This design comes from an exercise in tuning for small area and a short achievable clock period on the open sky130 flow, not from production work. Only simulation tests tie the RTL to the original design; equivalence was not proved. Power and IR drop assume default switching activity.

==> inputs of run A <==
// psimir_vmac_lane
module psimir_vmac_lane (
    input  wire        clk,
    input  wire        rst,
    input  wire        in_valid,
    input  wire [2:0]  in_fn,
    input  wire [2:0]  in_t,
    input  wire        in_s,
    input  wire [31:0] in_a,
    input  wire [31:0] in_b,
    input  wire [63:0] in_acc,
    output reg         out_valid,
    output reg  [63:0] out_res,
    output reg         out_sat
);
==> flow/config.mk <==
export PLATFORM = sky130hd
export DESIGN_NAME = psimir_vmac_lane
export DESIGN_NICKNAME = psimir_vmac_lane
export VERILOG_FILES = /design/flow/design.v
export SDC_FILE = /design/flow/constraint.sdc
export NUM_CORES = 4
export LEC_CHECK = 0
export ABC_AREA = 1
export CAP_MARGIN = 20
export CORE_MARGIN = 5
export CORE_UTILIZATION = 50
export CTS_CLUSTER_DIAMETER = 100
export CTS_CLUSTER_SIZE = 20
export SLEW_MARGIN = 20
==> flow/constraint.sdc <==
create_clock -name core_clock -period 9.5 [get_ports {clk}]
set_input_delay 1.9000 -clock core_clock [delete_from_list [all_inputs] [get_ports {clk}]]
set_output_delay 1.9000 -clock core_clock [all_outputs]
set_load 0.01 [all_outputs]
standard.sh (not shown) runs the stock make flow with config.mk's settings and CLKGATE_MAP_FILE= SYNTH_SCRIPT=/design/flow/synth_recipe.tcl, a recipe that flattens the netlist after the stock synthesis.
==> flow/flow/run.sh <==
#!/bin/bash
set -euo pipefail
MARGIN=$(cat flow/margin.txt)
R=orfs/results/sky130hd/psimir_vmac_lane/base
bash standard.sh SETUP_SLACK_MARGIN=$MARGIN synth > make_synth.log 2>&1
cp $R/1_2_yosys.v $R/1_2_yosys_std.v
python3 flow/polarity.py $R/1_2_yosys_std.v $R/1_2_yosys.v > polarity.log 2>&1
rm -f $R/1_synth.odb $R/1_synth.sdc
bash standard.sh SETUP_SLACK_MARGIN=$MARGIN finish > make_flow.log 2>&1
Other scripts of this flow, unchanged in this note and not shown: flow/flow/margin.txt, flow/flow/polarity.py
==> run E: changes against run A <==
Settings changed: CORE_UTILIZATION 50 to 45, CTS_CLUSTER_DIAMETER 100 to 120, CTS_CLUSTER_SIZE 20 to 24.
==> comparison <==
- In run A the first-iteration DRC count is larger than in run E, by 11%.
- In run E the via count is smaller than in run A, by 1.0%.
- In run E the register-to-register slack is better than in run A, by 0.03 ns.
- Between run E and run A, the lower cell count is in run A (gap 1.9%, measured against run A).
- Of run E and run A, run A has the higher power (gap about 4%, measured against run A).
- In run E the sequential power is lower than in run A, by about 0.9%.
- In run A the global-route usage is higher than in run E, by 3.9 points.
- Of run E and run A, run A has the higher utilization (gap 6.3 points).
- Between run E and run A, the lower count of clock-buffer cells in the layout is in run E (gap 7).

* * *

==> inputs of 03-02 <==
psimir_vmac_lane again, from the RTL that the note above started with.
==> flow/design.v (excerpt) <==
module psimir_vmac_lane (
    input  wire        clk,
    input  wire        rst,
    input  wire        in_valid,
    input  wire [2:0]  in_fn,
    input  wire [2:0]  in_t,
    input  wire        in_s,
    input  wire [31:0] in_a,
    input  wire [31:0] in_b,
    input  wire [63:0] in_acc,
    output reg         out_valid,
    output reg  [63:0] out_res,
    output reg         out_sat
);
export LEC_CHECK = 0
export ABC_AREA = 1
export CAP_MARGIN = 20
export CORE_MARGIN = 5
export CORE_UTILIZATION = 45
export SLEW_MARGIN = 20
create_clock -name core_clock -period 9.5 [get_ports {clk}]
Scripts as last shown in full above: flow/flow/run.sh
Other scripts of this flow, unchanged in this note and not shown: flow/flow/margin.txt, flow/flow/polarity.py
==> 02-16: changes against 03-02 <==
Settings changed: CTS_CLUSTER_DIAMETER set to 100, CTS_CLUSTER_SIZE set to 20.
==> notes <==
Die area is the same in 02-16 and 03-02. Of 02-16 and 03-02, 03-02 has the higher via count (gap 1.2%, measured against 03-02). Synthesized cell count is the same in 03-02 and 02-16. Of 02-16 and 03-02, 02-16 has the higher critical path depth (gap 7). Against 03-02, the core utilization of 02-16 is lower by 1.3 points. Combinational power is about the same in 03-02 and 02-16. In sequential power, 02-16 and 03-02 hardly differ. Between 03-02 and 02-16, the lower clock power is in 02-16 (gap about 60%, measured against 02-16). Of 03-02 and 02-16, 03-02 has the higher worst setup slack (gap 11 ps). Against 02-16, the clock skew of 03-02 is higher by 27 ps.
==> figures <==
metric	03-02	02-16
Total chip power	32.00 mW	30.61 mW
Wire length of the first global-routing pass	408900 um	406200 um
Run status	complete, no violations	complete, no violations
Capturing point of the worst reg2reg path	gHH_19_1	out_res[25]
Worst-case vdd ir drop	235.8 uV	243.3 uV
Power Dens Cells	431.2 mW/mm2	423.0 mW/mm2
Final cell utilization of the core	53.19%	51.87%
Capturing element of the worst setup path	gHH_19_1	out_res[25]
Portion of total power attributed to the clock network	11.5%	7.5%
Fraction of standard cell area in multi-input logic	59.73%	61.01%
Sequential share of power	17.4%	18.1%
Count of vias placed by the detailed router	58140	57470
WP data arrival	4160 ps	4170 ps
Non-Clock Buffer Count	406	413
Clock buffers created by TritonCTS	89	50
Combined global-route utilization of all metal layers	38.71%	38.38%
Inverters	1172	1166
Critical register-to-register path startpoint	x[31]	mbv[44]
Post-synthesis to final-layout area growth	17.51%	14.57%
Metal-1 WL	104100 um	104100 um
FILL cells	13380	13510

-- afterwards: timing with drivers on the ports --
No port has a modelled driver above. Below, the same layouts with a new extraction and two added sets of constraints. Step 1: set_driving_cell puts a clkbuf_16 on clk and a buf_2 on each other input, an assumption about the parent block. Step 2 adds t to the input delays and takes it off the output delays; t is the mean of the earliest and latest rising clock arrival at the registers after step 1. Input paths then give back, and output paths get back, about the clock's delay inside the block. Slacks: ideal / step 1 / step 2; pairs: ideal / step 1.
run | t (ns) | setup WS [ns] | worst setup path at the end | worst data-port slew with drivers (ns) | cell pins on the clock port's net
run A | 0.754 | 5.936 / 5.936 / 5.388 | input to register | 0.07 | 1
run E | 0.762 | 5.966 / 5.966 / 5.346 | input to register | 0.05 | 1
03-02 | 0.791 | 5.965 / 5.961 / 5.334 | input to register | 0.06 | 1
02-16 | 0.772 | 5.954 / 5.954 / 5.355 | input to register | 0.05 | 1
After both steps setup and hold are still met in every run listed. The setup slack of 03-02, which loses most, moves by -0.004 ns with the drivers and by -0.631 ns with both steps.
